This is an optimization exercise on Yosys and OpenROAD, whose aim is small area, not a production implementation.
At most, simulation tests tie the RTL to the original design; equivalence was not proved.
No functional check of the RTL was part of run 2.
Power and IR drop assume default switching activity.

## flow/run.sh

```bash
#!/bin/bash
# synth_recipe.tcl (not shown) runs the flow's synth.tcl, then flattens the netlist and writes it again
# the make line also repeats each setting of config.mk as NAME=value (left out here)
make -C /OpenROAD-flow-scripts/flow DESIGN_CONFIG=/design/flow/config.mk WORK_HOME=/design/flow/orfs CLKGATE_MAP_FILE= SYNTH_SCRIPT=/design/flow/synth_recipe.tcl finish
```

## flow/config.mk

```make
export PLATFORM = sky130hd
export DESIGN_NAME = lath_rx
export DESIGN_NICKNAME = lath_rx
export VERILOG_FILES = /design/flow/design.v
export SDC_FILE = /design/flow/constraint.sdc
export NUM_CORES = 4
export LEC_CHECK = 0
export CAP_MARGIN = 20
export CORE_MARGIN = 2
export CORE_UTILIZATION = 40
export SLEW_MARGIN = 20
```

## flow/constraint.sdc

```tcl
create_clock -name core_clock -period 25.0 [get_ports {clk}]
set_input_delay 5.0000 -clock core_clock [delete_from_list [all_inputs] [get_ports {clk}]]
set_output_delay 5.0000 -clock core_clock [all_outputs]
set_load 0.01 [all_outputs]
```

## flow/design.v

```verilog
module lath_8b10b (
    input  wire [9:0] sym,
    input  wire       rd,        
    output wire [7:0] data,      
    output wire       is_dat,    
    output wire       is_k281,   
    output wire       is_k285,   
    output wire       is_k277,   
    output wire       is_k297,   
    output wire       err,       
    output wire       rd_next    
);
    function automatic [2:0] ones6(input [5:0] c);
        ones6 = c[0] + c[1] + c[2] + c[3] + c[4] + c[5];
    endfunction
    function automatic [2:0] ones4(input [3:0] c);
        ones4 = c[0] + c[1] + c[2] + c[3];
    endfunction
    function automatic [4:0] dec6(input [5:0] c);
        case (c)
            6'b100111, 6'b011000: dec6 = 5'd0;
            6'b011101, 6'b100010: dec6 = 5'd1;
            6'b101101, 6'b010010: dec6 = 5'd2;
            6'b110001:            dec6 = 5'd3;
            6'b110101, 6'b001010: dec6 = 5'd4;
            6'b101001:            dec6 = 5'd5;
            6'b011001:            dec6 = 5'd6;
            6'b111000, 6'b000111: dec6 = 5'd7;
            6'b111001, 6'b000110: dec6 = 5'd8;
            6'b100101:            dec6 = 5'd9;
            6'b010101:            dec6 = 5'd10;
            6'b110100:            dec6 = 5'd11;
            6'b001101:            dec6 = 5'd12;
            6'b101100:            dec6 = 5'd13;
            6'b011100:            dec6 = 5'd14;
            6'b010111, 6'b101000: dec6 = 5'd15;
            6'b011011, 6'b100100: dec6 = 5'd16;
            6'b100011:            dec6 = 5'd17;
            6'b010011:            dec6 = 5'd18;
            6'b110010:            dec6 = 5'd19;
            6'b001011:            dec6 = 5'd20;
            6'b101010:            dec6 = 5'd21;
            6'b011010:            dec6 = 5'd22;
            6'b111010, 6'b000101: dec6 = 5'd23;
            6'b110011, 6'b001100: dec6 = 5'd24;
            6'b100110:            dec6 = 5'd25;
            6'b010110:            dec6 = 5'd26;
            6'b110110, 6'b001001: dec6 = 5'd27;
            6'b001110:            dec6 = 5'd28;
            6'b101110, 6'b010001: dec6 = 5'd29;
            6'b011110, 6'b100001: dec6 = 5'd30;
            default:              dec6 = 5'd31;
        endcase
    endfunction
    function automatic [2:0] dec4(input [3:0] c);
        case (c)
            4'b1011, 4'b0100: dec4 = 3'd0;
            4'b1001:          dec4 = 3'd1;
            4'b0101:          dec4 = 3'd2;
            4'b1100, 4'b0011: dec4 = 3'd3;
            4'b1101, 4'b0010: dec4 = 3'd4;
            4'b1010:          dec4 = 3'd5;
            4'b0110:          dec4 = 3'd6;
            default:          dec4 = 3'd7;
        endcase
    endfunction
    wire [9:0] t  = sym ^ {10{rd}};
    wire [5:0] t6 = t[9:4];
    wire [2:0] p6 = ones6(t6);
    wire       u  = (p6 == 3'd4);
    wire       v6 = (p6 == 3'd3 && t6 != 6'b000111) ||
                    (u && t6 != 6'b001111 && t6 != 6'b111100);
    wire [3:0] n4 = t[3:0] ^ {4{u}};
    wire       a7 = !u && t[5] && t[4];
    wire       v4 = (ones4(n4) == 3'd2 && n4 != 4'b0011) ||
                    n4 == 4'b1011 || n4 == 4'b1101 ||
                    (!a7 && n4 == 4'b1110) || (a7 && n4 == 4'b0111);
    assign is_dat  = v6 && v4;
    assign is_k281 = (t == 10'b0011111001);
    assign is_k285 = (t == 10'b0011111010);
    assign is_k277 = (t == 10'b1101101000);
    assign is_k297 = (t == 10'b1011101000);
    assign err     = !(is_dat || is_k281 || is_k285 || is_k277 || is_k297);
    assign data    = {dec4(sym[3:0]), dec6(sym[9:4])};
    wire [3:0] ones = sym[0] + sym[1] + sym[2] + sym[3] + sym[4] +
                      sym[5] + sym[6] + sym[7] + sym[8] + sym[9];
    assign rd_next = (ones > 4'd5) || (ones == 4'd5 && rd);
endmodule
module lath_rx (
    input  wire        clk,
    input  wire        rst,           
    input  wire        in_valid,
    input  wire [9:0]  in_sym,        
    output reg         locked,
    output reg         code_err,      
    output reg         fold,          
    output reg         fold_det,      
    output reg         fr_sof,        
    output reg         fr_valid,      
    output reg  [7:0]  fr_data,
    output reg         fr_end,        
    output reg  [1:0]  fr_status,     
    output reg         mk_valid,      
    output reg         mk_err,        
    output reg  [7:0]  mk_id,
    output reg  [23:0] mk_lead,
    output reg         mk_origin
);
    localparam [31:0] CRC_RESIDUE = 32'hB798B438;
    function automatic [31:0] crc32c_byte(input [31:0] crc, input [7:0] d);
        reg [31:0] c;
        integer i;
        begin
            c = crc ^ {24'd0, d};
            for (i = 0; i < 8; i = i + 1)
                c = c[0] ? ((c >> 1) ^ 32'h82F63B78) : (c >> 1);
            crc32c_byte = c;
        end
    endfunction
    function automatic [7:0] crc8_byte(input [7:0] crc, input [7:0] d);
        reg [7:0] c;
        integer i;
        begin
            c = crc ^ d;
            for (i = 0; i < 8; i = i + 1)
                c = c[7] ? ((c << 1) ^ 8'h07) : (c << 1);
            crc8_byte = c;
        end
    endfunction
    function automatic [5:0] age_inc(input [5:0] a);    
        age_inc = (a == 6'd63) ? a : a + 6'd1;
    endfunction
    reg         rd;             
    reg  [1:0]  comma_cnt;      
    reg  [5:0]  age1, age2, age3;   
    reg  [8:0]  nocomma;        
    reg         prev_k285;      
    reg  [2:0]  fold_run;       
    reg         in_frame, in_mark;
    reg  [8:0]  cnt;            
    reg  [31:0] crc;            
    reg  [7:0]  crc8;
    wire [7:0] d;
    wire       is_dat, is_k281, is_k285, is_sof, is_eof, d_err, d_rd;
    lath_8b10b u_dec (
        .sym     (in_sym),
        .rd      (rd),
        .data    (d),
        .is_dat  (is_dat),
        .is_k281 (is_k281),
        .is_k285 (is_k285),
        .is_k277 (is_sof),
        .is_k297 (is_eof),
        .err     (d_err),
        .rd_next (d_rd)
    );
    wire is_comma = is_k281 || is_k285;
    wire lose     = locked && ((d_err && age3 != 6'd63) || (!is_comma && nocomma == 9'd511));
    wire parse    = locked && !lose;
    wire idle     = !in_frame && !in_mark;
    wire full     = (cnt == 9'd266);
    wire [31:0] crc_n  = crc32c_byte(crc, d);
    wire [7:0]  crc8_n = crc8_byte(crc8, d);
    wire [8:0]  len9   = {mk_lead[16], mk_lead[15:8]};
    wire        len_hi = |mk_lead[23:17];
    wire        bad_len = len_hi || ({1'b0, cnt} != {1'b0, len9} + 10'd10);
    wire        bad_crc = (crc != CRC_RESIDUE);
    wire shift_mk = in_valid && is_dat &&
                    ((in_mark && cnt < 9'd4) || (in_frame && (cnt == 9'd4 || cnt == 9'd5)));
    always @(posedge clk) begin
        fr_data   <= d;
        fr_status <= (is_eof && !lose) ? (bad_len ? 2'd2 : bad_crc ? 2'd1 : 2'd0) : 2'd3;
        if (in_valid) begin
            prev_k285 <= is_k285;
            cnt       <= (idle || !is_dat) ? 9'd0 : cnt + 9'd1;
            crc       <= (in_frame && is_dat) ? crc_n : 32'hFFFFFFFF;
            crc8      <= (in_mark && is_dat) ? crc8_n : 8'd0;
        end
        if (shift_mk) begin
            mk_id   <= mk_lead[7:0];
            mk_lead <= {d, mk_lead[23:8]};
        end
        if (in_valid && in_mark && is_dat && cnt == 9'd4)
            mk_origin <= d[0];
        if (!locked) begin
            age1 <= 6'd63; age2 <= 6'd63; age3 <= 6'd63;
            nocomma <= 9'd0;
            fold_run <= 3'd0;
            in_frame <= 1'b0;
            in_mark  <= 1'b0;
        end else if (in_valid) begin
            if (d_err) begin
                age1 <= 6'd0;
                age2 <= age_inc(age1);
                age3 <= age_inc(age2);
            end else begin
                age1 <= age_inc(age1);
                age2 <= age_inc(age2);
                age3 <= age_inc(age3);
            end
            nocomma  <= is_comma ? 9'd0 : nocomma + 9'd1;
            in_frame <= parse && ((in_frame && is_dat && !full) || is_sof);
            in_mark  <= parse && ((in_mark && is_dat && cnt != 9'd5) || is_k281);
            if (!parse)
                fold_run <= 3'd0;
            else if (idle && is_dat && d == 8'h4A && prev_k285)
                fold_run <= (fold_run == 3'd7) ? 3'd7 : fold_run + 3'd1;
            else if (!is_k285)
                fold_run <= 3'd0;
        end
        if (rst) begin
            rd        <= 1'b0;
            locked    <= 1'b0;
            comma_cnt <= 2'd0;
            code_err  <= 1'b0;
            fold      <= 1'b0;
            fold_det  <= 1'b0;
            fr_sof    <= 1'b0;
            fr_valid  <= 1'b0;
            fr_end    <= 1'b0;
            mk_valid  <= 1'b0;
            mk_err    <= 1'b0;
        end else begin
            code_err <= in_valid && d_err;
            fold     <= in_valid && parse && idle && is_dat && d == 8'h4A && prev_k285;
            fold_det <= in_valid && parse && idle && is_dat && d == 8'h4A && prev_k285 && fold_run == 3'd7;
            fr_sof   <= in_valid && parse && is_sof;
            fr_valid <= in_valid && parse && in_frame && is_dat && !full;
            fr_end   <= in_valid && locked && in_frame && (lose || !is_dat || full);
            mk_valid <= in_valid && parse && in_mark && is_dat && cnt == 9'd5 && crc8_n == 8'd0;
            mk_err   <= in_valid && parse && in_mark && is_dat && cnt == 9'd5 && crc8_n != 8'd0;
            if (in_valid) begin
                rd <= d_rd;
                if (locked) begin
                    if (lose)
                        locked <= 1'b0;
                    comma_cnt <= 2'd0;
                end else if (d_err)
                    comma_cnt <= 2'd0;
                else if (is_comma) begin
                    comma_cnt <= comma_cnt + 2'd1;
                    if (comma_cnt == 2'd3)
                        locked <= 1'b1;
                end
            end
        end
    end
endmodule
```

==> out/results.ini, run 1 <==
[power_and_ir_drop]
power_uw = 711
swShare_pct = 31.5
p_leak_uw = 0.00346
p_per_area_mw_per_mm2 = 71.7
vdd_drop_max_mv = 0.0456
p_sw_uw = 224
p_comb_share_pct = 30.3
p_int_uw = 487
clkPwrFrac_pct = 35.0
power_frac_seq_pct = 34.7

[route]
vias_per_cell = 5.22
routed_wl_um = 19100
drc = 0
route.vias.total = 6060
ant_nets = 0
dr.pass1.iters = 5
drt_iter0_drc = 440
wl_per_cell_um = 16.4

[clocking]
root_buffer = clkbuf_16
insertion_delay_ns = 0.42
cts.sinks = 137
cts_tree = done
post-cts-setup-buffers = 0
clockBufferDepth = 2
path_clk_slew_ns = 0.06
postCtsHoldBufs = 0
htreeDepth = 4
post_cts_resized = 0
cts_buffers = 17

[global_route]
grt_max_degree = 53
antenna_found_initial = 0
grt_use_total_pct = 17.9
grt-ovfl-total = 0
grt_pass1_vias = 5893
grt_pass1_wl_um = 31300

[sta]
fmax_mhz = 90.6
clock_skew_ns = 0.0120
finalSetupViolCount = 0
period_minus_slack_ns = 11.04
rsz0062_at_grt = no
hold-worst-slack_ns = 0.445
hold_violations = 0
timing.slew.headroom_pct = 40.1
fin_crit_sh_pct = 44.2
setup-tns-final_ns = 0
drv_slew = 0
worst_pin_slew_ns = 0.898

[yosys]
syn_avg_cell_area_um2 = 10.4
synth_area_leaders = edfxtp_1, dfxtp_1, xnor2_1, xor2_1, nand2_1
synth-simple-area-share_pct = 16.5
syn_nets = 863
netlist.top_cell.by_area = edfxtp_1
synth_seq_area_share_pct = 42.4
synth_ff_type = edfxtp_1
syn_area_mm2 = 0.00843
async_flop_share_pct = 0
synth_edf_count = 83
yosys_warnings = 2
synth_top_family_by_area = XOR/XNOR gates
synthMuxAreaShare_pct = 2.21
synthCells = 814
synth_adder_area_share_pct = 6.23
synth_xor_area_share_pct = 18.2
synth_compound_area_share_pct = 11.2
synth-seq-cells = 137
yosysUniqueCellTypes = 91
synth_top_cell_area_share_pct = 29.6

[critical_path]
crit_path_frequent_cell = fa_1
slowest_stage = clkdlybuf4s50_1
worstPathMaxFanout = 16
crit_buf_inv = 5
slowest_delay_ns = 0.78
cpLargestDelayFamily = adder cells
critPathKind = in2reg
critPathLaunchType = input pin
crit_chain = clkdlybuf4s50_1 -> inv_1 -> ha_1 -> inv_1 -> fa_1 -> inv_1 -> fa_1 -> fa_1 -> nor3b_4 -> xnor2_1 -> xnor2_1 -> fa_1 -> ha_1 -> nor2_1 -> o311ai_1 -> a41o_1 -> a31oi_1 -> buf_4 -> nand2_1 -> nor4b_2 -> or3b_1 -> a21oi_1
end_kind = register
required_ns = 25.35
critPathArrivalTime_ns = 11.38

[place]
placed_cell_area_mm2 = 0.00933
gp_congestion = 0.843
dp_hpwl_um = 13300
portBuffers = 64
place_inst = 1130

[die]
coreArea_mm2 = 0.0208
die_area_mm2 = 0.0223
die_w_um = 149
row_count = 53
pin_count = 65
start_util_pct = 40.5
die_h_um = 149

[finish]
nets = 923
drive_gt1_share_pct = 8.34
design_area_mm2 = 0.00991
diodes = 0
final-instance-count-excl-fill = 1162
area_growth_pct = 17.6

[worst_hold_path]
hp-class = reg2reg

[flow_run]
cap_violations = 0

[run_status]
status = no timing/DRC/antenna violations

==> registers in the layout, summed over array words and instances, names as in the netlist, 2 cells and up, named ones only <==
register,flops
nocomma,9
age1,6
age2,6
age3,6
cnt,9
fold_run,3
mk_id,8
fr_status,2
mk_lead,24
fr_data,8
crc,32
crc8,8
comma_cnt,2
==> metal layers <==
layer  vias to the layer above  part of all wire, %  GRT usage (%)
li1                       3010                    -              -
met1                      2922                   49           25.5
met2                       114                   47           27.8
met3                        14                  3.7           3.49
met4                         0                 0.92           5.10
met5                         -                    0              0
==> through the flow <==
step | utilization, % | setup WS, ns
2_1_floorplan | - | 14.48
3_3_place_gp | 44.8 | 13.83
3_5_place_dp | 44.8 | 13.55
4_1_cts | 47.6 | 13.99
5_1_grt | 47.6 | 13.48
6_report | 47.6 | 13.96
==> power groups by stage <==
stage          clock network [uW]  registers (uW)  logic (uW)
6_report                      249             247         215
5_1_grt                       263             247         240
4_1_cts                       254             246         215
3_5_place_dp                    0             251         214
3_3_place_gp                    0             251         211
2_1_floorplan                   0             249         172
==> cells in the final DEF (no fill, tap or decap), drive strengths merged, types with 9 or more instances in the layout <==
cell type      netlist  final
nand2               91     91
xnor2               88     88
edfxtp              83     83
clkdlybuf4s50        0     63
nor2                61     61
dfxtp               54     54
xor2                52     52
o21ai               41     41
inv                 36     40
nand3               28     28
a21oi               28     28
ha                  26     26
clkbuf              17     22
mux2i               13     13
nand4               12     12
nor2b               11     11
nand2b              10     10
fa                  10     10
nor3                 9      9
==> logic make-up (layout without fill, tap and decap cells) <==
kind of cell | Yosys count | in the layout
buf+inv | 67 | 140
xor+xnor | 146 | 146
simple gates | 275 | 275
flops | 137 | 137
mux | 17 | 17
compound gates | 136 | 136
fa+ha+maj | 36 | 36
==> area by class of cell <==
cell class | count | area [um2]
inverter | 37 | 139
fill | 2008 | 10900
clock inverter | 10 | 86.3
timing repair buffer | 71 | 691
sequential | 137 | 3570
clock buffer | 22 | 497
multi-input combinational | 610 | 4580
tap | 275 | 344
==> synthesized netlist by cell type, drive strengths merged (8+ instances only) <==
cell and n:
nand2 91, xnor2 88, edfxtp 83, nor2 61, dfxtp 54, xor2 52, o21ai 41, inv 36
a21oi 28, nand3 28, ha 26, clkbuf 17, buf 13, mux2i 13, nand4 12, nor2b 11
fa 10, nand2b 10, nor3 9, and3 8, nor4b 8, o211ai 8
==> worst paths after layout <==
kind / startpoint / endpoint / slack [ns] / cells past startpoint
setup / recovery: in_sym[5] / fold_run[1]$_SDFFE_PN0P_ / 13.96 / 22
hold / removal: mk_lead[2]$_DFFE_PP_ / mk_id[2]$_DFFE_PP_ / 0.45 / 0
setup reg to reg: register / fold_run[1]$_SDFFE_PN0P_ / 18.66 / 20
hold reg to reg: mk_lead[2]$_DFFE_PP_ / mk_id[2]$_DFFE_PP_ / 0.45 / 0
==> run 2, diff against run 1 <==
--- a/flow/design.v
+++ b/flow/design.v
@@ -1,20 +1,14 @@
 module lath_8b10b (
     input  wire [9:0] sym,
-    input  wire       rd,        
-    output wire [7:0] data,      
-    output wire       is_dat,    
-    output wire       is_k281,   
-    output wire       is_k285,   
-    output wire       is_k277,   
-    output wire       is_k297,   
-    output wire       err,       
-    output wire       rd_next    
+    input  wire       rd,
+    output wire [7:0] data,
+    output wire       is_dat,
+    output wire       is_k281,
+    output wire       is_k285,
+    output wire       is_k277,
+    output wire       is_k297,
+    output wire       err,
+    output wire       rd_next
 );
-    function automatic [2:0] ones6(input [5:0] c);
-        ones6 = c[0] + c[1] + c[2] + c[3] + c[4] + c[5];
-    endfunction
-    function automatic [2:0] ones4(input [3:0] c);
-        ones4 = c[0] + c[1] + c[2] + c[3];
-    endfunction
     function automatic [4:0] dec6(input [5:0] c);
         case (c)
@@ -65,25 +59,49 @@
         endcase
     endfunction
-    wire [9:0] t  = sym ^ {10{rd}};
-    wire [5:0] t6 = t[9:4];
-    wire [2:0] p6 = ones6(t6);
-    wire       u  = (p6 == 3'd4);
-    wire       v6 = (p6 == 3'd3 && t6 != 6'b000111) ||
-                    (u && t6 != 6'b001111 && t6 != 6'b111100);
-    wire [3:0] n4 = t[3:0] ^ {4{u}};
-    wire       a7 = !u && t[5] && t[4];
-    wire       v4 = (ones4(n4) == 3'd2 && n4 != 4'b0011) ||
-                    n4 == 4'b1011 || n4 == 4'b1101 ||
-                    (!a7 && n4 == 4'b1110) || (a7 && n4 == 4'b0111);
+    wire [5:0] s = sym[9:4];
+    wire [3:0] c = sym[3:0];
+    wire [2:0] p = s[0] + s[1] + s[2] + s[3] + s[4] + s[5];
+    wire [2:0] q = c[0] + c[1] + c[2] + c[3];
+    wire p3 = (p == 3'd3);
+    wire rd6 = rd ^ !p3;
+    wire v6 = rd ? ((p3 && s != 6'b111000) || (p == 3'd2 && s != 6'b110000 && s != 6'b000011))
+                 : ((p3 && s != 6'b000111) || (p == 3'd4 && s != 6'b001111 && s != 6'b111100));
+    wire a7 = p3 && (rd6 ? (!s[1] && !s[0]) : (s[1] && s[0]));
+    wire v4 = rd6 ? ((q == 3'd2 && c != 4'b1100) || c == 4'b0100 || c == 4'b0010 || (a7 ? c == 4'b1000 : c == 4'b0001))
+                  : ((q == 3'd2 && c != 4'b0011) || c == 4'b1011 || c == 4'b1101 || (a7 ? c == 4'b0111 : c == 4'b1110));
     assign is_dat  = v6 && v4;
-    assign is_k281 = (t == 10'b0011111001);
-    assign is_k285 = (t == 10'b0011111010);
-    assign is_k277 = (t == 10'b1101101000);
-    assign is_k297 = (t == 10'b1011101000);
+    assign is_k281 = rd ? (sym == 10'b1100000110) : (sym == 10'b0011111001);
+    assign is_k285 = rd ? (sym == 10'b1100000101) : (sym == 10'b0011111010);
+    assign is_k277 = rd ? (sym == 10'b0010010111) : (sym == 10'b1101101000);
+    assign is_k297 = rd ? (sym == 10'b0100010111) : (sym == 10'b1011101000);
     assign err     = !(is_dat || is_k281 || is_k285 || is_k277 || is_k297);
-    assign data    = {dec4(sym[3:0]), dec6(sym[9:4])};
-    wire [3:0] ones = sym[0] + sym[1] + sym[2] + sym[3] + sym[4] +
-                      sym[5] + sym[6] + sym[7] + sym[8] + sym[9];
-    assign rd_next = (ones > 4'd5) || (ones == 4'd5 && rd);
+    wire a = s[5], b = s[4], cc = s[3], d = s[2], e = s[1], i = s[0];
+    wire aeqb = ~(a ^ b), ceqd = ~(cc ^ d), eeqi = ~(e ^ i);
+    wire p22 = (a & b & ~cc & ~d) | (cc & d & ~a & ~b) | (~aeqb & ~ceqd);
+    wire p13 = (~aeqb & ~cc & ~d) | (~ceqd & ~a & ~b);
+    wire p31 = (~aeqb & cc & d) | (~ceqd & a & b);
+    wire p22bceeqi   = p22 & b & cc & eeqi;
+    wire p22bncneeqi = p22 & ~b & ~cc & eeqi;
+    wire p22aceeqi   = p22 & a & cc & eeqi;
+    wire p22ancneeqi = p22 & ~a & ~cc & eeqi;
+    wire p13in  = p13 & ~i;
+    wire p31i   = p31 & i;
+    wire p13dei = p13 & d & e & i;
+    wire p13en  = p13 & ~e;
+    wire anbnenin = ~a & ~b & ~e & ~i;
+    wire abei     = a & b & e & i;
+    wire cndnenin = ~cc & ~d & ~e & ~i;
+    wire compa = p22bncneeqi | p31i | p13dei | p22ancneeqi | p13en | abei | cndnenin;
+    wire compb = p22bceeqi | p31i | p13dei | p22aceeqi | p13en | abei | cndnenin;
+    wire compc = p22bceeqi | p31i | p13dei | p22ancneeqi | p13en | anbnenin | cndnenin;
+    wire compd = p22bncneeqi | p31i | p13dei | p22aceeqi | p13en | abei | cndnenin;
+    wire compe = p22bncneeqi | p13in | p13dei | p22ancneeqi | p13en | anbnenin | cndnenin;
+    wire f = c[3], g = c[2], h = c[1], j = c[0];
+    wire y0 = (~g & ~h) | (f & ~j) | (~f & h & j);
+    wire y1 = (~f & j) | (g & h) | (f & ~h & ~j);
+    wire y2 = (~f & ~g & ~h) | (g & h) | (~g & ~j) | (f & g & j);
+    assign data = {y2, y1, y0, e ^ compe, d ^ compd, cc ^ compc, b ^ compb, a ^ compa};
+    wire [3:0] tot = p + q + rd;
+    assign rd_next = tot >= 4'd6;
 endmodule
 module lath_rx (
--- a/flow/config.mk
+++ b/flow/config.mk
@@ -9,3 +9,6 @@
 export CORE_MARGIN = 2
 export CORE_UTILIZATION = 40
+export CTS_BUF_LIST = sky130_fd_sc_hd__clkbuf_8
+export CTS_CLUSTER_DIAMETER = 150
+export CTS_CLUSTER_SIZE = 50
 export SLEW_MARGIN = 20
==> run 2 against run 1 <==
Net effect: total power decreased by 14%; clock power decreased by 27%; non-clock buffer count unchanged; hold slack improved by 0.0086 ns.
==> out/results.ini, run 2 <==
[run_status]
status = no timing/DRC/antenna violations  ; unchanged

[critical_path]
crit_chain = clkdlybuf4s50_1 -> inv_1 -> ha_1 -> inv_1 -> fa_1 -> inv_1 -> fa_1 -> fa_1 -> nand3b_1 -> nor4_1 -> o21ai_0 -> a22o_1 -> nor2_1 -> nand2_1 -> o21ai_0 -> and3_1 -> buf_4  ; was clkdlybuf4s50_1 -> inv_1 -> ha_1 -> inv_1 -> fa_1 -> inv_1 -> fa_1 -> fa_1 -> nor3b_4 -> xnor2_1 -> xnor2_1 -> fa_1 -> ha_1 -> nor2_1 -> o311ai_1 -> a41o_1 -> a31oi_1 -> buf_4 -> nand2_1 -> nor4b_2 -> or3b_1 -> a21oi_1
crit_end = mk_lead[21]$_DFFE_PP_  ; was fold_run[1]$_SDFFE_PN0P_
critPathArrivalTime_ns = 10.18  ; was 11.38 ns
critPathKind = in2reg  ; unchanged
r2r_end = mk_lead[21]$_DFFE_PP_  ; was fold_run[1]$_SDFFE_PN0P_
slowest_stage = clkdlybuf4s50_1  ; unchanged
rrSetupSlack_ns = 21.31  ; was 18.66 ns
critPathLaunchType = input pin  ; unchanged
critPathLaunch = in_sym[4]  ; was in_sym[5]
required_ns = 25.09  ; was 25.35 ns
worstPathMaxFanout = 32  ; was 16
r2r-start = rd$_SDFFE_PP0P_
end_kind = register  ; unchanged
r2r_cells = 9  ; was 20
slowest_delay_ns = 0.67  ; was 0.78 ns

[clocking]
htreeDepth = 4  ; unchanged
postCtsHoldBufs = 0  ; unchanged
cts.sinks = 137  ; unchanged
clockBufferDepth = 2  ; unchanged
cts_tree = done  ; unchanged
post_cts_resized = 0  ; unchanged
post-cts-setup-buffers = 0  ; unchanged
path_clk_slew_ns = 0.08  ; was 0.06 ns
cts_buffers = 17  ; unchanged
insertion_delay_ns = 0.44  ; was 0.42 ns
root_buffer = clkbuf_8  ; was clkbuf_16

[worst_hold_path]
hp-class = reg2reg  ; unchanged
hp-start = mk_lead[0]$_DFFE_PP_  ; was mk_lead[2]$_DFFE_PP_

[yosys]
yosys_warnings = 1  ; was 2
syn_area_mm2 = 0.00807  ; was 0.00843 mm2
synth_ff_type = edfxtp_1  ; unchanged
yosysUniqueCellTypes = 78  ; was 91
synth_area_leaders = edfxtp_1, dfxtp_1, xnor2_1, ha_1, xor2_1  ; was edfxtp_1, dfxtp_1, xnor2_1, xor2_1, nand2_1
syn_nets = 837  ; was 863
synth_edf_count = 83  ; unchanged
synth_common_cells = edfxtp_1, nand2_1, nor2_1, xnor2_1, dfxtp_1  ; was nand2_1, edfxtp_1, xnor2_1, nor2_1, dfxtp_1
synthCells = 790  ; was 814
synth-seq-cells = 137  ; unchanged
synth_top_cell_area_share_pct = 30.9  ; was 29.6%
syn_avg_cell_area_um2 = 10.2  ; was 10.4 um2
async_flop_share_pct = 0  ; unchanged
netlist.top_cell.by_area = edfxtp_1  ; unchanged
synth_seq_area_share_pct = 44.3  ; was 42.4%

[place]
gp_congestion = 0.899  ; was 0.843
dp_hpwl_um = 13700  ; was 13300 um
place_inst = 1093  ; was 1130
portBuffers = 64  ; unchanged

[die]
coreArea_mm2 = 0.0197  ; was 0.0208 mm2
die_h_um = 146  ; was 149 um
die_w_um = 146  ; was 149 um
pin_count = 65  ; unchanged
start_util_pct = 41.1  ; was 40.5%
die_area_mm2 = 0.0213  ; was 0.0223 mm2
row_count = 51  ; was 53

[power_and_ir_drop]
vdd_drop_max_mv = 0.0343  ; was 0.0456 mV
p_comb_share_pct = 30.5  ; was 30.3%
p_int_uw = 422  ; was 487 uW
p_leak_uw = 0.00331  ; was 0.00346 uW
swShare_pct = 31.3  ; was 31.5%
p_sw_uw = 192  ; was 224 uW
power_frac_seq_pct = 40.0  ; was 34.7%
p_per_area_mw_per_mm2 = 65.7  ; was 71.7 mW/mm2
clkPwrFrac_pct = 29.5  ; was 35.0%

[global_route]
grt_pass1_wl_um = 30600  ; was 31300 um
antenna_found_initial = 0  ; unchanged
grt_use_total_pct = 18.0  ; was 17.9%
grt-ovfl-total = 0  ; unchanged
grt_pass1_vias = 5732  ; was 5893
grt_max_degree = 45  ; was 53

[sta]
clock_skew_ns = 0.0159  ; was 0.0120 ns
setup-tns-final_ns = 0  ; unchanged
finalSetupViolCount = 0  ; unchanged
period_minus_slack_ns = 10.09  ; was 11.04 ns
worst_pin_slew_ns = 0.991  ; was 0.898 ns
timing.slew.headroom_pct = 33.5  ; was 40.1%
fin_crit_sh_pct = 40.3  ; was 44.2%
drv_slew = 0  ; unchanged
rsz0062_at_grt = no  ; unchanged
hold_violations = 0  ; unchanged
fmax_mhz = 99.2  ; was 90.6 MHz

[route]
routed_wl_um = 18800  ; was 19100 um
route.vias.total = 5891  ; was 6060
dr.pass1.iters = 5  ; unchanged
drt_iter0_drc = 312  ; was 440
wl_per_cell_um = 16.8  ; was 16.4 um
vias_per_cell = 5.24  ; was 5.22
drc = 0  ; unchanged
ant_nets = 0  ; unchanged

[finish]
area_growth_pct = 15.8  ; was 17.6%
largest_reg_flops = 32  ; unchanged
diodes = 0  ; unchanged
mostFrequentLayoutCells = nand2_1, edfxtp_1, nor2_1, xnor2_1, clkdlybuf4s50_1  ; was nand2_1, edfxtp_1, xnor2_1, clkdlybuf4s50_1, nor2_1
nets = 894  ; was 923
largest-register = crc  ; unchanged
drive_gt1_share_pct = 7.33  ; was 8.34%
reg_top3 = crc: 32 flops, mk_lead: 24 flops  ; unchanged
final-instance-count-excl-fill = 1125  ; was 1162

[flow_run]
cap_violations = 0  ; unchanged

## run 2: changes by cell type after synthesis, moves of 5 or more
cell | previous run | this run
o21ai_0 | 38 | 30
xnor3_1 | 1 | 7
xor2_2 | 6 | 1
a21oi_1 | 28 | 36
xnor2_1 | 82 | 73
nor2b_1 | 11 | 2
nor3_1 | 9 | 15
xor2_1 | 44 | 37
nand2b_1 | 10 | 5
nand2_1 | 90 | 83
nor2_1 | 61 | 77
## run 2: power by group through the flow
stage	clock network (uW)	logic (uW)	registers, uW
after global routing	196	205	246
final	181	187	245
after detailed placement	0	187	251
after CTS	187	188	245
after global placement	0	186	251
after floorplan	0	148	250
## run 2: final cells by class
class	count	area (um2)
clock buffer	18	248
clock inverter	14	148
fill	1879	10300
inverter	35	131
multi-input combinational	585	4220
sequential	137	3570
tap	265	332
timing repair buffer	71	691
## run 2: routing by layer
| metal | track usage (%) | vias up | part of all wire (%) |
|---|---|---|---|
| met2 | 29.4 | 132 | 48 |
| met3 | 3.25 | 18 | 4.2 |
| met5 | 0 | - | 0 |
| met4 | 5.78 | 0 | 1.7 |
| met1 | 24.3 | 2825 | 47 |
| li1 | - | 2916 | - |
## run 2: logic make-up after synthesis
logic type	after synthesis	synth area share (%)
and+or+nand+nor	283	17.4
DFF	137	44.3
AOI/OAI and AO/OA	128	10.7
xor gates and xnor gates	127	16.8
buffers and inverters	68	3.43
adders and majority gates	34	5.83
muxes	13	1.63
## run 2: how the worst min path moves through the flow
| stage | cells after the start | slack, ns | to |
|---|---|---|---|
| after floorplan | 2 | 0.44 | fold_run[1]$_SDFFE_PN0P_ |
| after global placement | 0 | 0.43 | mk_id[3]$_DFFE_PP_ |
| after detailed placement | 0 | 0.44 | mk_id[1]$_DFFE_PP_ |
| after CTS | 0 | 0.46 | mk_id[1]$_DFFE_PP_ |
| after global routing | 0 | 0.46 | mk_id[1]$_DFFE_PP_ |
| final | 0 | 0.45 | mk_id[0]$_DFFE_PP_ |
## run 2: per-stage QoR
stage	hold slack, ns	utilization, %	total power [uW]	instance area, um2	worst slack (ns)
3_3_place_gp	0.433	45.5	437	8950	14.56
3_5_place_dp	0.437	45.5	438	8950	14.48
2_1_floorplan	0.436	-	398	8070	15.37
4_1_cts	0.457	47.5	620	9350	14.97
6_report	0.454	47.5	614	9350	14.92
5_1_grt	0.461	47.5	647	9350	14.47
## run 2: critical path: cells and delay by family
kind,cells,cell delay (ns)
buffers and inverters,5,1.31
AOI/OAI and AO/OA,3,0.70
adders and majority gates,4,1.76
and+or+nand+nor,5,1.43
==> run 3, diff against run 2 <==
--- a/flow/design.v
+++ b/flow/design.v
@@ -65,9 +65,11 @@
     wire p3 = (p == 3'd3);
     wire rd6 = rd ^ !p3;
-    wire v6 = rd ? ((p3 && s != 6'b111000) || (p == 3'd2 && s != 6'b110000 && s != 6'b000011))
-                 : ((p3 && s != 6'b000111) || (p == 3'd4 && s != 6'b001111 && s != 6'b111100));
-    wire a7 = p3 && (rd6 ? (!s[1] && !s[0]) : (s[1] && s[0]));
-    wire v4 = rd6 ? ((q == 3'd2 && c != 4'b1100) || c == 4'b0100 || c == 4'b0010 || (a7 ? c == 4'b1000 : c == 4'b0001))
-                  : ((q == 3'd2 && c != 4'b0011) || c == 4'b1011 || c == 4'b1101 || (a7 ? c == 4'b0111 : c == 4'b1110));
+    wire v6 = (p3 && (rd ? (s[2] | s[1] | s[0]) : (s[5] | s[4] | s[3]))) ||
+              (rd ? (p == 3'd2 && !(s[5] && s[4]) && !(s[1] && s[0]))
+                  : (p == 3'd4 && (s[5] || s[4]) && (s[1] || s[0])));
+    wire a7 = (s[1] == s[0]) && (s[1] != rd6);
+    wire v4 = (q == 3'd2 && (rd6 ? (c[1] | c[0]) : (c[3] | c[2]))) ||
+              (rd6 ? (q == 3'd1 && (a7 ? !c[0] : !c[3]))
+                   : (q == 3'd3 && (a7 ? c[0] : c[3])));
     assign is_dat  = v6 && v4;
     assign is_k281 = rd ? (sym == 10'b1100000110) : (sym == 10'b0011111001);
@@ -76,4 +78,6 @@
     assign is_k297 = rd ? (sym == 10'b0100010111) : (sym == 10'b1011101000);
     assign err     = !(is_dat || is_k281 || is_k285 || is_k277 || is_k297);
+    wire [3:0] tot = p + q + rd;
+    assign rd_next = tot >= 4'd6;
     wire a = s[5], b = s[4], cc = s[3], d = s[2], e = s[1], i = s[0];
     wire aeqb = ~(a ^ b), ceqd = ~(cc ^ d), eeqi = ~(e ^ i);
@@ -102,6 +106,4 @@
     wire y2 = (~f & ~g & ~h) | (g & h) | (~g & ~j) | (f & g & j);
     assign data = {y2, y1, y0, e ^ compe, d ^ compd, cc ^ compc, b ^ compb, a ^ compa};
-    wire [3:0] tot = p + q + rd;
-    assign rd_next = tot >= 4'd6;
 endmodule
 module lath_rx (
@@ -116,5 +118,5 @@
     output reg         fr_sof,        
     output reg         fr_valid,      
-    output reg  [7:0]  fr_data,
+    output wire [7:0]  fr_data,
     output reg         fr_end,        
     output reg  [1:0]  fr_status,     
@@ -126,4 +128,5 @@
 );
     localparam [31:0] CRC_RESIDUE = 32'hB798B438;
+    localparam [7:0]  C8_RESIDUE  = 8'hAF;
     function automatic [31:0] crc32c_byte(input [31:0] crc, input [7:0] d);
         reg [31:0] c;
@@ -150,5 +153,4 @@
     endfunction
     reg         rd;             
-    reg  [1:0]  comma_cnt;      
     reg  [5:0]  age1, age2, age3;   
     reg  [8:0]  nocomma;        
@@ -158,5 +160,5 @@
     reg  [8:0]  cnt;            
     reg  [31:0] crc;            
-    reg  [7:0]  crc8;
+    assign fr_data = mk_lead[23:16];
     wire [7:0] d;
     wire       is_dat, is_k281, is_k285, is_sof, is_eof, d_err, d_rd;
@@ -175,27 +177,36 @@
     wire is_comma = is_k281 || is_k285;
     wire lose     = locked && ((d_err && age3 != 6'd63) || (!is_comma && nocomma == 9'd511));
+    wire gain     = !locked && is_comma && nocomma[1:0] == 2'd3;
     wire parse    = locked && !lose;
     wire idle     = !in_frame && !in_mark;
     wire full     = (cnt == 9'd266);
     wire [31:0] crc_n  = crc32c_byte(crc, d);
-    wire [7:0]  crc8_n = crc8_byte(crc8, d);
-    wire [8:0]  len9   = {mk_lead[16], mk_lead[15:8]};
-    wire        len_hi = |mk_lead[23:17];
+    wire [7:0]  crc8_n = crc8_byte(crc[7:0], d);
+    wire [8:0]  len9    = {mk_lead[8], mk_lead[7:0]};
+    wire        len_hi  = |mk_lead[15:9];
     wire        bad_len = len_hi || ({1'b0, cnt} != {1'b0, len9} + 10'd10);
     wire        bad_crc = (crc != CRC_RESIDUE);
-    wire shift_mk = in_valid && is_dat &&
-                    ((in_mark && cnt < 9'd4) || (in_frame && (cnt == 9'd4 || cnt == 9'd5)));
+    wire load_top = in_valid && !(in_mark && cnt[2]);
+    wire shift_lo = in_valid && is_dat &&
+                    ((in_mark && cnt < 9'd4) || (in_frame && (cnt == 9'd5 || cnt == 9'd6)));
+    wire nc_clr = locked ? (is_comma || lose) : (d_err || gain);
+    wire nc_inc = locked || is_comma;
     always @(posedge clk) begin
-        fr_data   <= d;
         fr_status <= (is_eof && !lose) ? (bad_len ? 2'd2 : bad_crc ? 2'd1 : 2'd0) : 2'd3;
         if (in_valid) begin
             prev_k285 <= is_k285;
             cnt       <= (idle || !is_dat) ? 9'd0 : cnt + 9'd1;
-            crc       <= (in_frame && is_dat) ? crc_n : 32'hFFFFFFFF;
-            crc8      <= (in_mark && is_dat) ? crc8_n : 8'd0;
-        end
-        if (shift_mk) begin
-            mk_id   <= mk_lead[7:0];
-            mk_lead <= {d, mk_lead[23:8]};
+            if (in_frame && is_dat)
+                crc <= crc_n;
+            else if (in_mark && is_dat)
+                crc <= {24'hFFFFFF, crc8_n};
+            else
+                crc <= 32'hFFFFFFFF;
+        end
+        if (load_top)
+            mk_lead[23:16] <= d;
+        if (shift_lo) begin
+            mk_id         <= mk_lead[7:0];
+            mk_lead[15:0] <= mk_lead[23:8];
         end
         if (in_valid && in_mark && is_dat && cnt == 9'd4)
@@ -203,5 +214,4 @@
         if (!locked) begin
             age1 <= 6'd63; age2 <= 6'd63; age3 <= 6'd63;
-            nocomma <= 9'd0;
             fold_run <= 3'd0;
             in_frame <= 1'b0;
@@ -217,5 +227,4 @@
                 age3 <= age_inc(age3);
             end
-            nocomma  <= is_comma ? 9'd0 : nocomma + 9'd1;
             in_frame <= parse && ((in_frame && is_dat && !full) || is_sof);
             in_mark  <= parse && ((in_mark && is_dat && cnt != 9'd5) || is_k281);
@@ -230,5 +239,5 @@
             rd        <= 1'b0;
             locked    <= 1'b0;
-            comma_cnt <= 2'd0;
+            nocomma   <= 9'd0;
             code_err  <= 1'b0;
             fold      <= 1'b0;
@@ -246,19 +255,16 @@
             fr_valid <= in_valid && parse && in_frame && is_dat && !full;
             fr_end   <= in_valid && locked && in_frame && (lose || !is_dat || full);
-            mk_valid <= in_valid && parse && in_mark && is_dat && cnt == 9'd5 && crc8_n == 8'd0;
-            mk_err   <= in_valid && parse && in_mark && is_dat && cnt == 9'd5 && crc8_n != 8'd0;
+            mk_valid <= in_valid && parse && in_mark && is_dat && cnt == 9'd5 && crc8_n == C8_RESIDUE;
+            mk_err   <= in_valid && parse && in_mark && is_dat && cnt == 9'd5 && crc8_n != C8_RESIDUE;
             if (in_valid) begin
                 rd <= d_rd;
-                if (locked) begin
-                    if (lose)
-                        locked <= 1'b0;
-                    comma_cnt <= 2'd0;
-                end else if (d_err)
-                    comma_cnt <= 2'd0;
-                else if (is_comma) begin
-                    comma_cnt <= comma_cnt + 2'd1;
-                    if (comma_cnt == 2'd3)
-                        locked <= 1'b1;
-                end
+                if (lose)
+                    locked <= 1'b0;
+                else if (gain)
+                    locked <= 1'b1;
+                if (nc_clr)
+                    nocomma <= 9'd0;
+                else if (nc_inc)
+                    nocomma <= nocomma + 9'd1;
             end
         end
--- a/flow/config.mk
+++ b/flow/config.mk
@@ -10,5 +10,3 @@
 export CORE_UTILIZATION = 40
 export CTS_BUF_LIST = sky130_fd_sc_hd__clkbuf_8
-export CTS_CLUSTER_DIAMETER = 150
-export CTS_CLUSTER_SIZE = 50
 export SLEW_MARGIN = 20
==> run 3 against run 2 <==
Net effect: clock skew down 0.0026 ns; first-iteration DRC count up 70%; fmax down 2.2%; clock-buffer cell count unchanged; cell area down 6.5%; via count down 1.5%; setup slack worse by 0.22 ns; sequential share of layout area down 2.4 points; highest routed layer unchanged.
==> out/results.ini, run 3 <==
[route]
wl_per_cell_um = 17.3  ; was 16.8 um
routed_wl_um = 18200  ; was 18800 um
vias_per_cell = 5.52  ; was 5.24
ant_nets = 0  ; unchanged
drc = 0  ; unchanged
drt_iter0_drc = 530  ; was 312
dr.pass1.iters = 5  ; unchanged
route.vias.total = 5804  ; was 5891

[yosys]
syn_nets = 799  ; was 837
yosysMostFrequentCell = nand2_1
syn_avg_cell_area_um2 = 10.0  ; was 10.2 um2
synthCells = 757  ; was 790
synth_seq_area_share_pct = 41.3  ; was 44.3%
synth-seq-cells = 119  ; was 137
synth_compound_area_share_pct = 11.4  ; was 10.7%
synthMuxAreaShare_pct = 1.20  ; was 1.63%
synth_common_cells = nand2_1, edfxtp_1, xnor2_1, nor2_1, dfxtp_1  ; was edfxtp_1, nand2_1, nor2_1, xnor2_1, dfxtp_1
synth-simple-area-share_pct = 18.0  ; was 17.4%
synth_top_cell_area_share_pct = 29.7  ; was 30.9%
yosysUniqueCellTypes = 82  ; was 78
synth_ff_type = edfxtp_1  ; unchanged
async_flop_share_pct = 0  ; unchanged
synth_edf_count = 75  ; was 83
yosys_warnings = 1  ; unchanged
syn_area_mm2 = 0.00758  ; was 0.00807 mm2
netlist.top_cell.by_area = edfxtp_1  ; unchanged
synth_adder_area_share_pct = 5.38  ; was 5.83%
synth_area_leaders = edfxtp_1, dfxtp_1, xnor2_1, nand2_1, xor2_1  ; was edfxtp_1, dfxtp_1, xnor2_1, ha_1, xor2_1
synth_top_family_by_area = XOR/XNOR gates  ; was simple AND/OR/NAND/NOR gates
synth_xor_area_share_pct = 18.5  ; was 16.8%

[critical_path]
slowest_stage = clkdlybuf4s50_1  ; unchanged
slowest_delay_ns = 0.85  ; was 0.67 ns
r2r_end = crc[0]$_DFFE_PP_  ; was mk_lead[21]$_DFFE_PP_
critPathLaunchType = input pin  ; unchanged
critPathArrivalTime_ns = 10.58  ; was 10.18 ns
worstPathMaxFanout = 33  ; was 32
end_kind = register  ; unchanged
critPathKind = in2reg  ; unchanged
crit_chain = clkdlybuf4s50_1 -> inv_1 -> ha_1 -> inv_1 -> fa_1 -> inv_1 -> fa_1 -> fa_1 -> nand3b_1 -> xnor2_1 -> nor3_1 -> a2111o_1 -> a211oi_1 -> buf_4 -> and2_2 -> nor2_1 -> a22oi_1  ; was clkdlybuf4s50_1 -> inv_1 -> ha_1 -> inv_1 -> fa_1 -> inv_1 -> fa_1 -> fa_1 -> nand3b_1 -> nor4_1 -> o21ai_0 -> a22o_1 -> nor2_1 -> nand2_1 -> o21ai_0 -> and3_1 -> buf_4
r2r-start = rd$_SDFFE_PP0P_  ; unchanged
crit_buf_inv = 5  ; unchanged
cpLargestDelayFamily = adder cells  ; unchanged
rrSetupSlack_ns = 21.56  ; was 21.31 ns
required_ns = 25.27  ; was 25.09 ns
r2r_cells = 9  ; unchanged

[power_and_ir_drop]
vdd_drop_max_mv = 0.0425  ; was 0.0343 mV
p_per_area_mw_per_mm2 = 70.0  ; was 65.7 mW/mm2
p_leak_uw = 0.00315  ; was 0.00331 uW

[sta]
rsz0062_at_grt = no  ; unchanged
fin_crit_sh_pct = 41.2  ; was 40.3%
timing.slew.headroom_pct = 32.1  ; was 33.5%
worst_pin_slew_ns = 1.02  ; was 0.991 ns
drv_slew = 0  ; unchanged
setup-tns-final_ns = 0  ; unchanged
worst_slack_ns = 14.69  ; was 14.92 ns
clock_skew_ns = 0.0133  ; was 0.0159 ns
hold_violations = 0  ; unchanged
fmax_mhz = 97.0  ; was 99.2 MHz
period_minus_slack_ns = 10.31  ; was 10.09 ns
hold-worst-slack_ns = 0.485  ; was 0.454 ns
finalSetupViolCount = 0  ; unchanged

[finish]
final-seq-area_mm2 = 0.00313  ; was 0.00357 mm2
multiInputGateArea_mm2 = 0.00413  ; was 0.00422 mm2
drive_gt1_share_pct = 6.97  ; was 7.33%
largest_reg_flops = 32  ; unchanged
nets = 847  ; was 894
design_area_mm2 = 0.00874  ; was 0.00935 mm2
layout_commonest_cell = nand2_1
diodes = 0  ; unchanged
nFillCells = 1731  ; was 1879
area_growth_pct = 15.3  ; was 15.8%
reg_top3 = crc: 32 flops, mk_lead: 24 flops  ; unchanged
mostFrequentLayoutCells = nand2_1, edfxtp_1, xnor2_1, clkdlybuf4s50_1, nor2_1  ; was nand2_1, edfxtp_1, nor2_1, xnor2_1, clkdlybuf4s50_1
largest-register = crc  ; unchanged

[run_status]
status = no timing/DRC/antenna violations  ; unchanged

[clocking]
post_cts_resized = 0  ; unchanged
insertion_delay_ns = 0.44  ; about the same
cts.sinks = 119  ; was 137
cts_tree = done  ; unchanged
post-cts-setup-buffers = 0  ; unchanged
path_clk_slew_ns = 0.07  ; was 0.08 ns
htreeDepth = 4  ; unchanged
cts_buffers = 17  ; unchanged
root_buffer = clkbuf_8  ; unchanged
postCtsHoldBufs = 0  ; unchanged
clockBufferDepth = 2  ; unchanged

[die]
pin_count = 65  ; unchanged
row_count = 50  ; was 51
die_area_mm2 = 0.0201  ; was 0.0213 mm2
coreArea_mm2 = 0.0186  ; was 0.0197 mm2
start_util_pct = 40.7  ; was 41.1%
die_w_um = 142  ; was 146 um
die_h_um = 142  ; was 146 um

[worst_hold_path]
hold_end = nocomma[8]$_SDFFE_PP0P_  ; was mk_id[0]$_DFFE_PP_
hp-class = reg2reg  ; unchanged
hp-start = nocomma[8]$_SDFFE_PP0P_  ; was mk_lead[0]$_DFFE_PP_
min_delay_path_depth = 2  ; was 0

[flow_run]
cap_violations = 0  ; unchanged

[place]
portBuffers = 64  ; unchanged
dp_hpwl_um = 13100  ; was 13700 um
placed_cell_area_mm2 = 0.00835  ; was 0.00895 mm2
dp_slack_ns = 13.77  ; was 14.48 ns
gp_congestion = 0.842  ; was 0.899

[global_route]
grt-ovfl-total = 0  ; unchanged
grt_use_total_pct = 18.9  ; was 18.0%
antenna_found_initial = 0  ; unchanged
grt_pass1_vias = 5696  ; was 5732
grt_pass1_wl_um = 29900  ; was 30600 um
grt_max_degree = 69  ; was 45

==> run 3: cell types whose count changed in the layout (fill, tap and decap cells not counted), sizes merged, moves of 5 or more <==
cell    change
ha          -5
a21oi      -18
dfxtp      -10
a22oi       +6
o21ai       +6
nor2       -20
nand4       +5
nand2b      +5
edfxtp      -8
==> run 3: cell families after synthesis <==
kind of cell,count (synthesis)
simple gates,276
xor+xnor,126
mux,9
buf+inv,72
flops,119
compound gates,126
fa+ha+maj,29
==> run 3: worst max-delay path by stage <==
stage	startpoint	endpoint	slack (ns)	depth (start not counted)
global route	in_sym[5]	crc[7]$_DFFE_PP_	14.23	17
CTS	in_sym[5]	crc[0]$_DFFE_PP_	14.27	17
floorplan	in_sym[4]	mk_id[0]$_DFFE_PP_	15.29	15
finish	in_sym[5]	crc[0]$_DFFE_PP_	14.69	17
global placement	in_sym[5]	crc[7]$_DFFE_PP_	14.00	17
detailed placement	in_sym[5]	crc[0]$_DFFE_PP_	13.77	17
==> run 3: worst reg2reg max path, cell delays in order, from the launching register on <==
cell,delay (ns)
dfxtp_1,0.61
inv_1,0.25
xnor2_1,0.36
nor3_1,0.08
a2111o_1,0.39
a211oi_1,0.22
buf_4,0.23
and2_2,0.58
nor2_1,0.30
a22oi_1,0.26
==> run 3: power breakdown <==
part | switching (uW) | internal, uW
Sequential | 4.51 | 212
Clock | 76.9 | 98.5
Combinational | 114 | 106
==> run 3: area by class of cell <==
class | count | area share (%)
multi-input cells | 566 | 47.3
flip-flops and latches | 119 | 35.8
repair buffers | 69 | 7.70
well taps | 234 | 3.35
clock buffers | 18 | 2.83
clock inverters | 14 | 1.65
inverters | 32 | 1.37
==> run 3: metrics by stage <==
step / utilization, % / std cells / power (uW)
finish: 46.9 / 1052 / 612
global route: 46.9 / 1052 / 645
floorplan: - / 757 / 395
CTS: 46.9 / 1052 / 616
global placement: 44.8 / 1020 / 437
detailed placement: 44.8 / 1020 / 439
==> run 3: routing by layer <==
layer	wire (um)	share of wire, %	vias to the layer above	global-route usage (%)
li1	-	-	2795	-
met1	8530	47	2799	25.2
met2	8550	47	185	30.9
met3	906	5.0	25	4.08
met4	243	1.3	0	5.58
met5	0	0	-	0
==> run 4, diff against run 3 <==
==> flow/flow/run.sh (new file) <==
#!/bin/bash
# Own layout flow: the standard synthesis, then an area-oriented re-mapping of
# the combinational logic only (registers, their names and cell types are kept
# exactly as the standard synthesis made them), then the standard layout steps
# with smaller port buffers.
set -euo pipefail
W=$PWD
R=$W/orfs/results/$FLOW_PLATFORM/lath_rx/base
LIB=$FLOW_HOME/platforms/$FLOW_PLATFORM/lib/sky130_fd_sc_hd__tt_025C_1v80.lib
YOSYS=${YOSYS_EXE:-$FLOW_HOME/../tools/install/yosys/bin/yosys}

# 1. standard synthesis, unchanged
bash standard.sh synth > $W/flow_synth_std.log 2>&1
cp $R/1_2_yosys.v $W/std_1_2_yosys.v

# 2. re-map the combinational cells for area
DU=""
for c in $(sed -n '/^export DONT_USE_CELLS/,/^#/p' $FLOW_HOME/platforms/$FLOW_PLATFORM/config.mk | tr -d '\\' | grep -o 'sky130_fd_sc_hd__[a-z0-9_]*'); do
  DU="$DU -dont_use $c"
done
cat > $W/resyn.ys <<EOF
read_liberty -ignore_miss_func $LIB
read_verilog $W/std_1_2_yosys.v
hierarchy -top $FLOW_TOP
blackbox sky130_fd_sc_hd__*df* sky130_fd_sc_hd__*dl* sky130_fd_sc_hd__conb_1
flatten
rename -hide w:*.*
opt_clean -purge
abc -liberty $LIB $DU -script $W/flow/area.abc
opt_clean -purge
hilomap -singleton -hicell sky130_fd_sc_hd__conb_1 HI -locell sky130_fd_sc_hd__conb_1 LO
insbuf -buf sky130_fd_sc_hd__buf_1 A X
opt_clean -purge
tee -o $W/resyn_stat.txt stat -liberty $LIB
write_verilog -noattr -noexpr -nohex -nodec $R/1_2_yosys.v
EOF
$YOSYS -s $W/resyn.ys > $W/flow_resyn.log 2>&1
rm -f $R/1_synth.odb $R/1_synth.sdc

# 3. the standard layout steps on the re-mapped netlist
bash standard.sh "BUFFER_PORTS_ARGS=-buffer_cell sky130_fd_sc_hd__buf_1" finish > $W/flow_finish.log 2>&1
==> flow/flow/area.abc (new file) <==
strash
&get -n
&deepsyn -T 120
&put
dch -f
amap
strash
dch -f
amap
==> flow/standard.sh (new file) <==
#!/bin/bash
# synth_recipe.tcl (not shown) runs the flow's synth.tcl, then flattens the netlist and writes it again
# the make line also repeats each setting of config.mk as NAME=value (left out here)
make -C /OpenROAD-flow-scripts/flow DESIGN_CONFIG=/design/flow/config.mk WORK_HOME=/design/flow/orfs CLKGATE_MAP_FILE= SYNTH_SCRIPT=/design/flow/synth_recipe.tcl "${@:-finish}"
removed: flow/run.sh
==> run 4 against run 3 <==
Net effect: utilization is 0.37 points lower; largest cell class is now sequential cells; flip-flop and latch count stayed put; die area is 18% lower; still clean; final cell count is 2.7% lower; via count is 0.64% lower; synthesized cell count is 1.6% lower; largest power group is now registers; setup slack better by 0.52 ns; global-route usage is 2.4 points higher; hold slack worse by 0.011 ns; sequential power hardly changed.
==> out/results.ini, run 4 <==
[global_route]
antenna_found_initial = 0  ; unchanged
grt_pass1_vias = 5299  ; was 5696
grt_pass1_wl_um = 27400  ; was 29900 um
grt_max_degree = 54  ; was 69
grt_use_total_pct = 21.3  ; was 18.9%
grt-ovfl-total = 0  ; unchanged

[sta]
worst_pin_slew_ns = 0.896  ; was 1.02 ns
hold-worst-slack_ns = 0.474  ; was 0.485 ns
timing.slew.headroom_pct = 39.7  ; was 32.1%
setup-tns-final_ns = 0  ; unchanged
clock_skew_ns = 0.0108  ; was 0.0133 ns
fmax_mhz = 102  ; was 97.0 MHz
finalSetupViolCount = 0  ; unchanged
period_minus_slack_ns = 9.79  ; was 10.31 ns
hold_violations = 0  ; unchanged
drv_slew = 0  ; unchanged
rsz0062_at_grt = no  ; unchanged
fin_crit_sh_pct = 39.2  ; was 41.2%

[worst_hold_path]
min_delay_path_depth = 2  ; unchanged
hp-start = fold_run[2]$_SDFFE_PN0P_  ; was nocomma[8]$_SDFFE_PP0P_
hp-class = reg2reg  ; unchanged
hold_end = fold_run[2]$_SDFFE_PN0P_  ; was nocomma[8]$_SDFFE_PP0P_

[clocking]
postCtsHoldBufs = 0  ; unchanged
post_cts_resized = 0  ; unchanged
htreeDepth = 4  ; unchanged
path_clk_slew_ns = 0.07  ; about the same
insertion_delay_ns = 0.44  ; about the same
cts_tree = done  ; unchanged
root_buffer = clkbuf_8  ; unchanged
cts_buffers = 17  ; unchanged
cts.sinks = 119  ; unchanged
post-cts-setup-buffers = 0  ; unchanged
clockBufferDepth = 2  ; unchanged

[route]
drt_iter0_drc = 500  ; was 530
dr.pass1.iters = 5  ; unchanged
drc = 0  ; unchanged
vias_per_cell = 5.63  ; was 5.52
route.vias.total = 5767  ; was 5804
routed_wl_um = 17000  ; was 18200 um
ant_nets = 0  ; unchanged
wl_per_cell_um = 16.6  ; was 17.3 um

[critical_path]
critPathLaunchType = input pin  ; unchanged
end_kind = register  ; unchanged
worstPathMaxFanout = 10  ; was 33
rrSetupSlack_ns = 21.45  ; was 21.56 ns
critPathKind = in2reg  ; unchanged
r2r-start = crc[6]$_DFFE_PP_  ; was rd$_SDFFE_PP0P_
critPathArrivalTime_ns = 9.98  ; was 10.58 ns
r2r_end = crc[3]$_DFFE_PP_  ; was crc[0]$_DFFE_PP_
required_ns = 25.19  ; was 25.27 ns
r2r_cells = 8  ; was 9

[finish]
layout_commonest_cell = nor2_1  ; was nand2_1
nFillCells = 1496  ; was 1731
final-seq-area_mm2 = 0.00313  ; unchanged
mostFrequentLayoutCells = nor2_1, clkinv_1, nand2_1, edfxtp_1, buf_1  ; was nand2_1, edfxtp_1, xnor2_1, clkdlybuf4s50_1, nor2_1
largest-register = crc  ; unchanged
design_area_mm2 = 0.00707  ; was 0.00874 mm2
nets = 836  ; was 847
largest_reg_flops = 32  ; unchanged
post-route-util_pct = 46.5  ; was 46.9%
final-instance-count-excl-fill = 1024  ; was 1052
area_growth_pct = 13.9  ; was 15.3%
drive_gt1_share_pct = 4.31  ; was 6.97%
diodes = 0  ; unchanged
reg_top3 = crc: 32 flops, mk_lead: 24 flops  ; unchanged
multiInputGateArea_mm2 = 0.00266  ; was 0.00413 mm2

[place]
placed_cell_area_mm2 = 0.00668  ; was 0.00835 mm2
dp_hpwl_um = 13100  ; about the same
portBuffers = 64  ; unchanged
gp_congestion = 0.950  ; was 0.842
place_inst = 992  ; was 1020

[yosys]
syn_avg_cell_area_um2 = 8.33  ; was 10.0 um2
synthCells = 745  ; was 757
syn_area_mm2 = 0.00621  ; was 0.00758 mm2
yosys_warnings = 1  ; unchanged
syn_nets = 758  ; was 799

[die]
die_h_um = 129  ; was 142 um
row_count = 45  ; was 50
die_area_mm2 = 0.0165  ; was 0.0201 mm2
die_w_um = 129  ; was 142 um
pin_count = 65  ; unchanged
start_util_pct = 40.8  ; was 40.7%
coreArea_mm2 = 0.0152  ; was 0.0186 mm2

[flow_run]
cap_violations = 0  ; unchanged

[power_and_ir_drop]
vdd_drop_max_mv = 0.0397  ; was 0.0425 mV
p_leak_uw = 0.00219  ; was 0.00315 uW
p_per_area_mw_per_mm2 = 65.7  ; was 70.0 mW/mm2

[run_status]
status = no timing/DRC/antenna violations  ; unchanged

run 4: worst max path at each step:
stage	start	end	cells past startpoint
floorplan	in_sym[8]	mk_id[0]$_DFFE_PP_	14
global placement	in_sym[5]	crc[1]$_DFFE_PP_	22
detailed placement	in_sym[5]	crc[1]$_DFFE_PP_	22
CTS	in_sym[5]	crc[1]$_DFFE_PP_	22
global route	in_sym[5]	crc[1]$_DFFE_PP_	22
finish	in_sym[5]	crc[1]$_DFFE_PP_	22
run 4: critical path, stage by stage:
cell	delay, ns
buf_1	0.33
clkinv_1	0.34
nor2_1	0.27
nor2_1	0.14
o32ai_1	0.33
a21oi_1	0.07
o31ai_1	0.10
o211ai_1	0.18
o22a_1	0.19
a21oi_1	0.10
o21ai_0	0.23
o21ai_0	0.71
clkinv_1	0.35
nand2_1	0.16
o21ai_0	0.19
o21ai_0	0.50
clkinv_1	0.17
o22ai_1	0.21
nand2_1	0.12
nand2_1	0.08
o21ai_0	0.08
o21a_1	0.12
run 4: cell type report:
class                   count  area share, %
flip-flops and latches    119           44.3
multi-input cells         513           37.6
inverters                 105           5.57
repair buffers             67           3.73
well taps                 188           3.33
clock buffers              17           3.31
clock inverters            15           2.16
run 4: through the flow:
| step | total power, uW | worst slack (ns) |
|---|---|---|
| after global placement | 298 | 15.14 |
| after floorplan | 276 | 16.17 |
| after detailed placement | 298 | 14.94 |
| final | 465 | 15.21 |
| after CTS | 468 | 15.39 |
| after global routing | 488 | 14.60 |
run 4: power breakdown:
part	switching [uW]	internal (uW)
clock network	80.9	88.5
logic	54.0	22.7
registers	4.37	214
run 4: layer usage:
layer  GRT usage, %  up-vias  part of all wire, %
li1               -     2864                    -
met1           27.8     2635                   44
met2           34.7      237                   47
met3           4.74       31                  6.7
met4           8.38        0                  2.6
met5              0        -                    0
==> run 5, diff against run 4 <==
==> flow/flow/area.abc (replaced) <==
strash
dch
amap
--- a/flow/config.mk
+++ b/flow/config.mk
@@ -6,7 +6,7 @@
 export NUM_CORES = 4
 export LEC_CHECK = 0
-export CAP_MARGIN = 20
+export CAP_MARGIN = 0
 export CORE_MARGIN = 2
 export CORE_UTILIZATION = 40
 export CTS_BUF_LIST = sky130_fd_sc_hd__clkbuf_8
-export SLEW_MARGIN = 20
+export SLEW_MARGIN = 0
==> run 5 against run 4 <==
Net effect: critical path depth up 1; wire length up 4.1%; register-to-register slack worse by 0.72 ns; sequential power down 2%; setup slack worse by 0.38 ns; combinational power up 21%; sequential share of layout area down 1.9 points; clock-buffer cell count unchanged; via count up 6.5%; total power up 4.3%; critical endpoint is now crc[6]$_DFFE_PP_; highest routed layer unchanged.
==> out/results.ini, run 5 <==
[run_status]
status = no timing/DRC/antenna violations  ; unchanged

[clocking]
clockBufferDepth = 2  ; unchanged
post_cts_resized = 0  ; unchanged
postCtsHoldBufs = 0  ; unchanged
cts.sinks = 119  ; unchanged
htreeDepth = 4  ; unchanged
cts_tree = done  ; unchanged
path_clk_slew_ns = 0.07  ; about the same
post-cts-setup-buffers = 0  ; unchanged
root_buffer = clkbuf_8  ; unchanged
insertion_delay_ns = 0.45  ; was 0.44 ns
cts_buffers = 17  ; unchanged

[global_route]
antenna_found_initial = 0  ; unchanged
grt-ovfl-total = 0  ; unchanged
grt_use_total_pct = 20.6  ; was 21.3%
grt_pass1_wl_um = 28300  ; was 27400 um
grt_max_degree = 58  ; was 54
grt_pass1_vias = 5563  ; was 5299

[die]
row_count = 46  ; was 45
die_w_um = 131  ; was 129 um
pin_count = 65  ; unchanged
die_h_um = 131  ; was 129 um
coreArea_mm2 = 0.0158  ; was 0.0152 mm2
start_util_pct = 40.9  ; was 40.8%
die_area_mm2 = 0.0172  ; was 0.0165 mm2

[flow_run]
cap_violations = 0  ; unchanged

[critical_path]
critPathLaunchType = input pin  ; unchanged
slowest_stage = o22ai_1  ; was o21ai_0
end_kind = register  ; unchanged
r2r-start = crc[3]$_DFFE_PP_  ; was crc[6]$_DFFE_PP_
crit_path_frequent_cell = clkinv_1  ; was o21ai_0
required_ns = 25.22  ; was 25.19 ns
critPathLaunch = in_sym[9]  ; was in_sym[5]
critPathKind = in2reg  ; unchanged
slowest_delay_ns = 0.67  ; was 0.71 ns
critPathArrivalTime_ns = 10.39  ; was 9.98 ns
worstPathMaxFanout = 8  ; was 10
crit_chain = buf_1 -> clkinv_1 -> nor2_1 -> nor2_1 -> clkinv_1 -> nor3_1 -> a211oi_1 -> nand2_1 -> clkinv_1 -> o21ai_0 -> nor2_1 -> clkinv_1 -> o21ai_0 -> clkinv_1 -> o22ai_1 -> clkinv_1 -> o22ai_1 -> nand2_1 -> o21ai_0 -> clkinv_1 -> nand2_1 -> nor2_1 -> a311oi_1  ; was buf_1 -> clkinv_1 -> nor2_1 -> nor2_1 -> o32ai_1 -> a21oi_1 -> o31ai_1 -> o211ai_1 -> o22a_1 -> a21oi_1 -> o21ai_0 -> o21ai_0 -> clkinv_1 -> nand2_1 -> o21ai_0 -> o21ai_0 -> clkinv_1 -> o22ai_1 -> nand2_1 -> nand2_1 -> o21ai_0 -> o21a_1

[place]
placed_cell_area_mm2 = 0.00699  ; was 0.00668 mm2
gp_congestion = 0.940  ; was 0.950
portBuffers = 64  ; unchanged
place_inst = 1066  ; was 992
dp_hpwl_um = 13200  ; was 13100 um

[yosys]
yosys_warnings = 1  ; unchanged
syn_area_mm2 = 0.00647  ; was 0.00621 mm2
syn_nets = 802  ; was 758
syn_avg_cell_area_um2 = 8.20  ; was 8.33 um2
synthCells = 789  ; was 745

[power_and_ir_drop]
vdd_drop_max_mv = 0.0385  ; was 0.0397 mV
p_leak_uw = 0.00225  ; was 0.00219 uW
p_per_area_mw_per_mm2 = 65.6  ; was 65.7 mW/mm2
power_uw = 485  ; was 465 uW

[finish]
largest-register = crc  ; unchanged
drive_gt1_share_pct = 4.31  ; about the same
mostFrequentLayoutCells = nor2_1, clkinv_1, edfxtp_1, nand2_1, buf_1  ; was nor2_1, clkinv_1, nand2_1, edfxtp_1, buf_1
layout_commonest_cell = nor2_1  ; unchanged
diodes = 0  ; unchanged
area_growth_pct = 14.3  ; was 13.9%
final-instance-count-excl-fill = 1098  ; was 1024
nFillCells = 1575  ; was 1496
nets = 882  ; was 836
largest_reg_flops = 32  ; unchanged
reg_top3 = crc: 32 flops, mk_lead: 24 flops  ; unchanged
design_area_mm2 = 0.00739  ; was 0.00707 mm2

[sta]
fin_crit_sh_pct = 40.7  ; was 39.2%
worst_pin_slew_ns = 1.06  ; was 0.896 ns
finalSetupViolCount = 0  ; unchanged
clock_skew_ns = 0.0137  ; was 0.0108 ns
setup-tns-final_ns = 0  ; unchanged
drv_slew = 0  ; unchanged
fmax_mhz = 98.3  ; was 102 MHz
period_minus_slack_ns = 10.17  ; was 9.79 ns
hold_violations = 0  ; unchanged
rsz0062_at_grt = no  ; unchanged
timing.slew.headroom_pct = 29.0  ; was 39.7%

[route]
met2_length_um = 8200  ; was 7900 um
drc = 0  ; unchanged
route.vias.total = 6140  ; was 5767
wl_met1_um = 7860  ; was 7500 um
wl_per_cell_um = 16.1  ; was 16.6 um
wl_met3_um = 1070  ; was 1140 um
dr.pass1.iters = 5  ; unchanged
routed_wl_um = 17700  ; was 17000 um
ant_nets = 0  ; unchanged
drt_iter0_drc = 500  ; unchanged
vias_per_cell = 5.59  ; was 5.63
top_layer_used = met4  ; unchanged

[worst_hold_path]
hp-start = fold_run[2]$_SDFFE_PN0P_  ; unchanged
hp-class = reg2reg  ; unchanged

[run 5: changes by cell type in the layout (fill, tap and decap cells not counted), moves of 6 or more]
cell	delta
o221ai_1	+12
a211oi_1	+6
o21ai_0	+21
o211ai_1	-6
a31oi_1	+6
nor2_1	-10
nor2b_1	-9
o22ai_1	+8
o32ai_1	-6
clkinv_1	+8
a21oi_1	+16
[run 5: area by class of cell]
cell class / instances / area, um2 / share of cell area (%)
Timing Repair Buffer: 69 / 279 / 3.77
Sequential cell: 119 / 3130 / 42.4
Inverter: 114 / 428 / 5.79
Clock buffer: 17 / 234 / 3.16
Tap cell: 216 / 270 / 3.66
Multi-Input combinational cell: 548 / 2880 / 38.9
Clock inverter: 15 / 170 / 2.30
[run 5: final timing paths]
kind,endpoint,slack [ns],cells past startpoint
min,fold_run[2]$_SDFFE_PN0P_,0.46,2
max reg2reg,crc[6]$_DFFE_PP_,20.73,13
min reg2reg,fold_run[2]$_SDFFE_PN0P_,0.46,2
max,crc[6]$_DFFE_PP_,14.83,23
[run 5: through the flow]
stage / hold slack (ns) / worst slack, ns / util, %
floorplan: 0.430 / 16.01 / -
global placement: 0.447 / 14.48 / 44.2
detailed placement: 0.448 / 14.61 / 44.2
CTS: 0.464 / 15.08 / 46.7
global route: 0.494 / 14.26 / 46.7
finish: 0.457 / 14.83 / 46.7
[run 5: critical path: cells and delay by family]
family	cells	cell delay, ns
and+or+nand+nor	8	1.12
AOI/OAI and AO/OA	7	2.53
buffers and inverters	8	1.73
[run 5: per-layer routing]
metal,vias up,track usage (%)
met5,-,0
met4,0,9.06
met3,42,4.48
met1,2783,26.8
met2,227,33.0
li1,3088,-
[run 5: power by group]
group / switching [uW] / leakage [uW] / internal (uW) / total, uW
Sequential: 3.03 / 0.000979 / 211 / 214
Clock: 87.4 / 0.000187 / 90.4 / 178
Combinational: 67.4 / 0.00109 / 25.6 / 92.9

## afterwards: timing with drivers on the ports
No port has a modelled driver above. Below, the same layouts with a new extraction and two added sets of constraints. Step 1 assumes that a clkbuf_16 drives the clock port and a buf_2 every other input. Step 2, shift: input delay + t, output delay - t, t = (earliest + latest rising clock arrival at the registers) / 2. This alone moves slack from input paths to output paths. a / b / c = ideal ports / drivers / drivers and shift; a / b = the first two.
run	shift t [ns]	setup WS [ns]
run 1	0.465	13.962 / 13.990 / 13.525
run 2	0.472	14.915 / 14.932 / 14.460
run 3	0.479	14.691 / 14.713 / 14.234
run 4	0.467	15.212 / 15.221 / 14.754
run 5	0.476	14.831 / 14.846 / 14.370
After both steps every run listed still meets setup and hold.
